This design comes from an exercise in tuning for small area, a short achievable clock period and few clock cycles per item on the open sky130 flow, not from production work. Only simulation tests tie the RTL to the original design; equivalence was not proved. Power is estimated from default activity; no workload was simulated.

==> violet <==
==> flow/design.v <==
module ext48_mac (
    input  wire        clk,
    input  wire [31:0] c,        
    input  wire [31:0] c_next,   
    input  wire [47:0] v,        
    input  wire        first,    
    output reg  [47:0] r
);
    integer     i;
    wire        m_zero = (c[30:23] == 8'd0) || (v[46:39] == 8'd0);
    wire [9:0]  m_exp  = {2'b00, c[30:23]} + {2'b00, v[46:39]} - 10'd127;
    wire [39:0] vs     = {1'b1, v[38:0]};
    reg  [11:0] bd_one, bd_two, bd_neg;
    wire [26:0] cx = {2'b00, 1'b1, c_next[22:0], 1'b0};    
    always @(posedge clk)
        for (i = 0; i < 12; i = i + 1) begin
            bd_neg[i] <= cx[2*i + 2];
            bd_one[i] <= cx[2*i + 1] ^ cx[2*i];
            bd_two[i] <= (cx[2*i + 2] & ~cx[2*i + 1] & ~cx[2*i]) |
                         (~cx[2*i + 2] & cx[2*i + 1] & cx[2*i]);
        end
    reg  [40:0] e [0:11];
    always @(*)
        for (i = 0; i < 12; i = i + 1)
            e[i] = (({41{bd_one[i]}} & {1'b0, vs}) | ({41{bd_two[i]}} & {vs, 1'b0})) ^ {41{bd_neg[i]}};
    wire [63:0] pp [0:12];
    assign pp[0]  = {20'd0, ~bd_neg[0], bd_neg[0], bd_neg[0], e[0]};
    genvar g;
    generate
        for (g = 1; g < 12; g = g + 1) begin : rows
            wire [65:0] w = {1'b1, ~bd_neg[g], e[g], 1'b0, bd_neg[g-1]} << (2 * g - 2);
            assign pp[g] = w[63:0];
        end
    endgenerate
    assign pp[12] = {vs, 1'b0, bd_neg[11], 22'd0};
    function [127:0] csa;    
        input [63:0] a, b, c;
        reg   [63:0] mj;
        begin
            mj  = (a & b) | (a & c) | (b & c);
            csa = {mj[62:0], 1'b0, a ^ b ^ c};
        end
    endfunction
    wire [127:0] l1a = csa(pp[0],  pp[1],  pp[2]);
    wire [127:0] l1b = csa(pp[3],  pp[4],  pp[5]);
    wire [127:0] l1c = csa(pp[6],  pp[7],  pp[8]);
    wire [127:0] l1d = csa(pp[9],  pp[10], pp[11]);
    wire [127:0] l2a = csa(l1a[63:0], l1a[127:64], l1b[63:0]);
    wire [127:0] l2b = csa(l1b[127:64], l1c[63:0], l1c[127:64]);
    wire [127:0] l2c = csa(l1d[63:0], l1d[127:64], pp[12]);
    wire [127:0] l3a = csa(l2a[63:0], l2a[127:64], l2b[63:0]);
    wire [127:0] l3b = csa(l2b[127:64], l2c[63:0], l2c[127:64]);
    wire [127:0] l4a = csa(l3a[63:0], l3a[127:64], l3b[63:0]);
    wire [127:0] l5a = csa(l3b[127:64], l4a[63:0], l4a[127:64]);
    wire [63:0]  m_prod = l5a[63:0] + l5a[127:64];
    reg  [4:0]  tzc;
    reg  [5:0]  tzv;
    always @(*) begin
        tzc = 5'd23;
        for (i = 22; i >= 0; i = i - 1)
            if (c[i]) tzc = i[4:0];
        tzv = 6'd39;
        for (i = 38; i >= 0; i = i - 1)
            if (v[i]) tzv = i[5:0];
    end
    reg  [63:0] p_sig;
    reg  [9:0]  p_exp;
    reg  [6:0]  p_tz;      
    reg         p_sign;
    reg         p_zero;
    always @(posedge clk) begin
        p_sig  <= m_prod;
        p_exp  <= m_exp;
        p_tz   <= {2'b00, tzc} + {1'b0, tzv} + 7'd1;
        p_sign <= c[31] ^ v[47];
        p_zero <= m_zero;
    end
    reg  [6:0]  q_sh;      
    reg         q_neg;     
    reg         q_eq;      
    reg         q_m1;      
    wire        a_zero = first || (r[46:39] == 8'd0);
    wire        a_sign = r[47] && !first;
    wire [9:0]  a_exp  = {2'b00, r[46:39]};
    wire [65:0] af     = {2'b01, r[38:0], 24'd0};
    wire [65:0] pf     = {1'b0, p_sig, 1'b0};
    reg  [6:0]  atz;
    always @(*) begin
        atz = 7'd63;
        for (i = 38; i >= 0; i = i - 1)
            if (r[i]) atz = 7'd24 + i[6:0];
    end
    wire        both    = !p_zero && !a_zero;
    wire        eff_sub = both && (p_sign ^ a_sign);
    wire        x_is_a  = p_zero || (!a_zero && q_neg);
    wire [65:0] xf      = x_is_a ? af : pf;
    wire [9:0]  x_exp   = x_is_a ? a_exp : p_exp;
    wire [65:0] yv      = q_neg ? pf : af;
    wire [6:0]  y_tz    = q_neg ? p_tz : atz;
    wire        sticky  = both && (q_sh > y_tz);
    wire [65:0] y_shr   = both ? (yv >> q_sh) : 66'd0;
    wire [65:0] yf      = {y_shr[65:1], y_shr[0] | sticky};
    wire        a_gt_p  = {2'b01, r[38:0]} > {1'b0, p_sig[63:23]};
    wire        p_gt_a  = {2'b00, p_sig[63:24]} > {2'b01, r[38:0]} ||
                          ({2'b00, p_sig[63:24]} == {2'b01, r[38:0]} && p_sig[23:0] != 24'd0);
    wire        swp     = eff_sub && ((q_eq && a_gt_p) || (q_m1 && p_gt_a));
    wire [66:0] sum_c   = {xf ^ {66{swp}}, 1'b1} + {yf ^ {66{eff_sub && !swp}}, eff_sub};
    wire [65:0] sum     = sum_c[66:1];
    wire        x_sign  = x_is_a ? a_sign : p_sign;
    wire        y_sign  = x_is_a ? p_sign : a_sign;
    wire        res_sign = p_zero ? a_sign : a_zero ? p_sign :
                           swp ? y_sign : x_sign;
    reg  [65:0] s_sum;
    reg  [9:0]  s_exp;
    reg         s_sign;
    reg         s_keep;    
    always @(posedge clk) begin
        s_sum  <= sum;
        s_exp  <= x_exp;
        s_sign <= res_sign;
        s_keep <= p_zero && a_zero;
    end
    reg  [6:0]   lz;
    always @(*) begin
        lz = 7'd66;
        for (i = 0; i < 66; i = i + 1)
            if (s_sum[i]) lz = 7'd65 - i[6:0];
    end
    wire [65:0] norm    = s_sum << lz;
    wire [9:0]  n_exp   = s_exp + 10'd2 - {3'd0, lz};
    wire [9:0]  n_exp1  = s_exp + 10'd3 - {3'd0, lz};
    wire [39:0] keep    = norm[65:26];
    wire [40:0] keep1   = {1'b0, keep} + 41'd1;
    wire        rbit    = norm[25];
    wire        stk     = |norm[24:0];
    wire        inc     = rbit & (stk | keep[0]);
    wire        carry   = inc & keep1[40];
    wire [9:0]  r_exp   = carry ? n_exp1 : n_exp;
    wire [38:0] r_frac  = inc ? keep1[38:0] : keep[38:0];
    wire        res_zero = s_keep || (s_sum == 66'd0) || ($signed(r_exp) < 10'sd1);
    wire        res_sat  = !res_zero && ($signed(r_exp) > 10'sd255);
    always @(posedge clk) begin
        if (s_keep)
            r <= {s_sign, 47'd0};
        else if (s_sum == 66'd0)
            r <= 48'd0;
        else if ($signed(r_exp) < 10'sd1)
            r <= {s_sign, 47'd0};
        else if ($signed(r_exp) > 10'sd255)
            r <= {s_sign, 8'hFF, {39{1'b1}}};
        else
            r <= {s_sign, r_exp[7:0], r_frac};
    end
    function [9:0] dinfo;    
        input [9:0] d;
        reg   [9:0] a;
        begin
            a = d[9] ? (10'd0 - d) : d;
            dinfo = {d[9], d == 10'd0, d == 10'h3FF, (a[9:7] != 3'd0) ? 7'd127 : a[6:0]};
        end
    endfunction
    wire [9:0]  t0   = m_exp - n_exp;
    wire [9:0]  i_n  = dinfo(t0);
    wire [9:0]  i_c  = dinfo(t0 - 10'd1);
    wire [9:0]  i_s  = dinfo(m_exp - 10'd255);
    always @(posedge clk)
        {q_neg, q_eq, q_m1, q_sh} <= res_sat ? i_s : carry ? i_c : i_n;
endmodule
module biquad_chain (
    input  wire        clk,
    input  wire        rst,
    input  wire        coef_we,
    input  wire [3:0]  coef_sel,
    input  wire [31:0] coef_data,
    input  wire        in_valid,
    output wire        in_ready,
    input  wire [31:0] in_x,
    output reg         out_valid,
    output reg  [31:0] out_y
);
    function [47:0] f32_to_ext;
        input [31:0] f;
        begin
            f32_to_ext = {f[31], f[30:23], f[22:0], 16'd0};
        end
    endfunction
    function [31:0] ext_to_port;
        input [47:0] v;
        reg   [24:0] m;
        reg   [8:0]  e;
        begin
            if (v[46:39] == 8'd0) begin
                ext_to_port = {v[47], 31'd0};
            end else begin
                m = {2'b01, v[38:16]} + {24'd0, v[15] & ((|v[14:0]) | v[16])};
                e = {1'b0, v[46:39]};
                if (m[24]) begin
                    e = e + 9'd1;
                    m = {2'b01, 23'd0};
                end
                if (e > 9'd135 || (e == 9'd135 && m[22:0] != 23'd0))
                    ext_to_port = {v[47], 8'd135, 23'd0};
                else
                    ext_to_port = {v[47], e[7:0], m[22:0]};
            end
        end
    endfunction
    function [2:0] slot_of;
        input [2:0] idx;
        begin
            case (idx)
                3'd0:    slot_of = 3'd0;
                3'd1:    slot_of = 3'd2;
                3'd2:    slot_of = 3'd4;
                3'd3:    slot_of = 3'd1;
                default: slot_of = 3'd3;
            endcase
        end
    endfunction
    function [2:0] mod5;
        input [3:0] a;
        begin
            mod5 = (a >= 4'd10) ? a - 4'd10 : (a >= 4'd5) ? a - 4'd5 : a[2:0];
        end
    endfunction
    reg        rst_r;
    reg  [4:0] ph;         
    reg        rdy;
    reg        v0, v1, v2;    
    reg        w0, w1, w2;    
    assign in_ready = rdy;
    wire accept = in_valid && rdy && !rst;
    wire [2:0] phn = ph[0] ? 3'd0 : ph[1] ? 3'd1 : ph[2] ? 3'd2 : ph[3] ? 3'd3 : 3'd4;
    reg        cw_we;
    reg [3:0]  cw_sel;
    reg [31:0] cw_data;
    always @(posedge clk) begin
        rst_r   <= rst;
        cw_we   <= coef_we && !rst;
        cw_sel  <= coef_sel;
        cw_data <= coef_data;
    end
    reg [31:0] cr0 [0:4];
    reg [31:0] cr1 [0:4];
    wire        we0  = cw_we && (cw_sel < 4'd5);
    wire        we1  = cw_we && (cw_sel >= 4'd5) && (cw_sel < 4'd10);
    wire [2:0]  idx0 = cw_sel[2:0];
    wire [3:0]  sel5 = cw_sel - 4'd5;
    wire [2:0]  idx1 = sel5[2:0];
    wire [31:0] wdat0 = {cw_data[31] ^ (idx0 >= 3'd3), cw_data[30:0]};
    wire [31:0] wdat1 = {cw_data[31] ^ (idx1 >= 3'd3), cw_data[30:0]};
    wire [2:0]  tgt0 = mod5({1'b0, slot_of(idx0)} + 4'd4 - {1'b0, phn});
    wire [2:0]  tgt1 = mod5({1'b0, slot_of(idx1)} + 4'd6 - {1'b0, phn});
    integer k;
    always @(posedge clk) begin
        if (rst_r) begin
            for (k = 0; k < 5; k = k + 1) begin
                cr0[k] <= (k == 0) ? 32'h3F80_0000 : 32'd0;
                cr1[k] <= (k == 2) ? 32'h3F80_0000 : 32'd0;
            end
        end else begin
            for (k = 0; k < 5; k = k + 1) begin
                cr0[k] <= (we0 && tgt0 == k) ? wdat0 : cr0[(k + 1) % 5];
                cr1[k] <= (we1 && tgt1 == k) ? wdat1 : cr1[(k + 1) % 5];
            end
        end
    end
    wire [31:0] c0op = (ph[0] && cw_we && cw_sel == 4'd0) ? cw_data : cr0[0];
    wire [31:0] c0nx = rst_r ? 32'h3F80_0000 :
                       (ph[4] && coef_we && coef_sel == 4'd0 && !rst) ? coef_data :
                       (we0 && tgt0 == 3'd0) ? wdat0 : cr0[1];
    wire [31:0] c1nx = rst_r ? 32'd0 :
                       (we1 && tgt1 == 3'd0) ? wdat1 : cr1[1];
    reg  [31:0] xn, x1, x2;       
    reg  [47:0] y1, y2, y3;       
    reg  [47:0] z1, z2;           
    wire [47:0] r0, r1;
    reg  [47:0] v0n, v1n;
    always @(posedge clk) begin
        case (1'b1)
            ph[4]:   v0n <= f32_to_ext(in_x);    
            ph[0]:   v0n <= y1;                  
            ph[1]:   v0n <= f32_to_ext(x1);      
            ph[2]:   v0n <= y2;                  
            default: v0n <= f32_to_ext(x2);      
        endcase
        case (1'b1)
            ph[1]:   v1n <= v2 ? r0 : y1;        
            ph[2]:   v1n <= z1;                  
            ph[3]:   v1n <= y2;                  
            ph[4]:   v1n <= z2;                  
            default: v1n <= y3;                  
        endcase
    end
    wire [47:0] v0op = (ph[1] && v2) ? r0 : v0n;
    wire [47:0] v1op = (ph[3] && w2) ? r1 : v1n;
    reg first0, first1;    
    always @(posedge clk) begin
        first0 <= ph[0];
        first1 <= ph[2];
    end
    ext48_mac u_mac0 (.clk(clk), .c(c0op), .c_next(c0nx), .v(v0op), .first(first0), .r(r0));
    ext48_mac u_mac1 (.clk(clk), .c(cr1[0]), .c_next(c1nx), .v(v1op), .first(first1), .r(r1));
    always @(posedge clk) begin
        rdy       <= ph[3] && !rst && !rst_r;
        out_valid <= ph[3] && w2 && !rst && !rst_r;
        if (rst_r) begin
            ph <= 5'b00001;
            v0 <= 1'b0; v1 <= 1'b0; v2 <= 1'b0;
            w0 <= 1'b0; w1 <= 1'b0; w2 <= 1'b0;
            x1 <= 32'd0; x2 <= 32'd0;
            y1 <= 48'd0; y2 <= 48'd0; y3 <= 48'd0;
            z1 <= 48'd0; z2 <= 48'd0;
        end else begin
            ph <= {ph[3:0], ph[4]};
            if (ph[4]) begin
                v0 <= accept; v1 <= v0; v2 <= v1;
                xn <= in_x;
                if (v0) begin
                    x1 <= xn;
                    x2 <= x1;
                end
            end
            if (ph[1]) begin
                w0 <= v2; w1 <= w0; w2 <= w1;
                if (v2) begin
                    y1 <= r0;
                    y2 <= y1;
                    y3 <= y2;
                end
            end
            if (ph[3] && w2) begin
                z1 <= r1;
                z2 <= z1;
                out_y <= ext_to_port(r1);
            end
        end
    end
endmodule
==> flow/flow/run.sh <==
#!/bin/bash
# Standard layout, with timing repair asked to overfix setup by 27.1 ns
# (the design is still laid out and signed off at the design's 36 ns).
set -o pipefail
export SETUP_SLACK_MARGIN=27.1
bash standard.sh > standard.log 2>&1
==> flow/standard.sh <==
#!/bin/bash
# synth_recipe.tcl (not shown) runs the flow's synth.tcl, then flattens the netlist and writes it again
# the make line also repeats each setting of config.mk as NAME=value (left out here)
make -C /OpenROAD-flow-scripts/flow DESIGN_CONFIG=/design/flow/config.mk WORK_HOME=/design/flow/orfs CLKGATE_MAP_FILE= SYNTH_SCRIPT=/design/flow/synth_recipe.tcl "${@:-finish}"
==> flow/config.mk <==
export PLATFORM = sky130hd
export DESIGN_NAME = biquad_chain
export DESIGN_NICKNAME = biquad_chain
export VERILOG_FILES = /design/flow/design.v
export SDC_FILE = /design/flow/constraint.sdc
export NUM_CORES = 4
export LEC_CHECK = 0
export CAP_MARGIN = 20
export CORE_MARGIN = 2
export CORE_UTILIZATION = 45
export PLACE_DENSITY = 0.6
export SLEW_MARGIN = 20
==> flow/constraint.sdc <==
create_clock -name core_clock -period 36.0 [get_ports {clk}]
set_input_delay 7.2000 -clock core_clock [delete_from_list [all_inputs] [get_ports {clk}]]
set_output_delay 7.2000 -clock core_clock [all_outputs]
set_load 0.01 [all_outputs]
==> inputs of onyx, as changes to violet <==
Settings changed: CORE_UTILIZATION 45 to 55, PLACE_DENSITY 0.6 to 0.7.
==> inputs of raven, as changes to violet <==
Settings changed: ABC_AREA set to 1.
==> summary of the runs <==
raven ran to the end with no violations. violet produced a clean layout. onyx passed the timing, DRC and antenna checks.
First-iteration DRC count, highest first: onyx, raven, violet.
Of onyx and violet, violet has the higher non-clock buffer count (gap 20).
Combinational power: raven is larger than violet (43%).
Setup slack, highest first: onyx, violet, raven.
==> figures <==
item	violet	onyx	raven
Run status	complete, no violations	complete, no violations	complete, no violations
Sequential cell area fraction in the yosys report	0.2026	0.2026	0.2079
Max Clk Rate	0.1128 GHz	0.1133 GHz	0.1062 GHz
Net count of the finished layout	17481	17454	19972
Ant diodes	14	5	54
Adder and majority cell fraction of the synthesized area	0.1944	0.1944	0.1995
Area share of xor/xnor cells in the synthesized design	0.1085	0.1085	0.1067
Number of distinct library cells after synthesis	112	112	76
Worst slew margin relative to its limit	0.1561	0.2356	0.1653
Max stage delay cell, worst path	sky130_fd_sc_hd__dfxtp_2	sky130_fd_sc_hd__edfxtp_1	sky130_fd_sc_hd__fa_2
Testbench counts of violet, summed over its fixed seeds: cycles 20,648, items 4,096.
Testbench counts of onyx, summed over its fixed seeds: cycles 20,648, items 4,096.
Testbench counts of raven, summed over its fixed seeds: cycles 20,648, items 4,096.

==> port drivers added, routing unchanged <==
Ports are ideal in the flow. The routed layouts listed here were re-timed in OpenROAD. Step 1 sets driving cells, clkbuf_16 on the clock port and buf_2 on the other inputs (assumed; they add their load-dependent delay and slew). Step 2 moves the port delays by t, midway between the first and last clock arrival at a register: inputs arrive t later, outputs are due t later. That takes back most of the time a late clock gives input paths. a / b / c = ideal ports / drivers / drivers and shift; a / b = the first two.
run	shift t [ns]	setup WS [ns]	hold WS [ns]	latest minus earliest clock arrival (ns)	worst slew at a driven data input, ns
violet	0.920	27.138 / 27.055 / 26.522	0.423 / 0.423 / 0.423	0.067 / 0.067	0.15
onyx	0.920	27.177 / 27.086 / 26.423	0.412 / 0.412 / 0.412	0.092 / 0.092	0.11
raven	0.927	26.582 / 26.582 / 26.401	0.401 / 0.401 / 0.401	0.103 / 0.102	0.21
After both steps setup and hold are still met in every run listed. The setup slack of onyx, which loses most, moves by -0.091 ns with the drivers and by -0.754 ns with both steps.
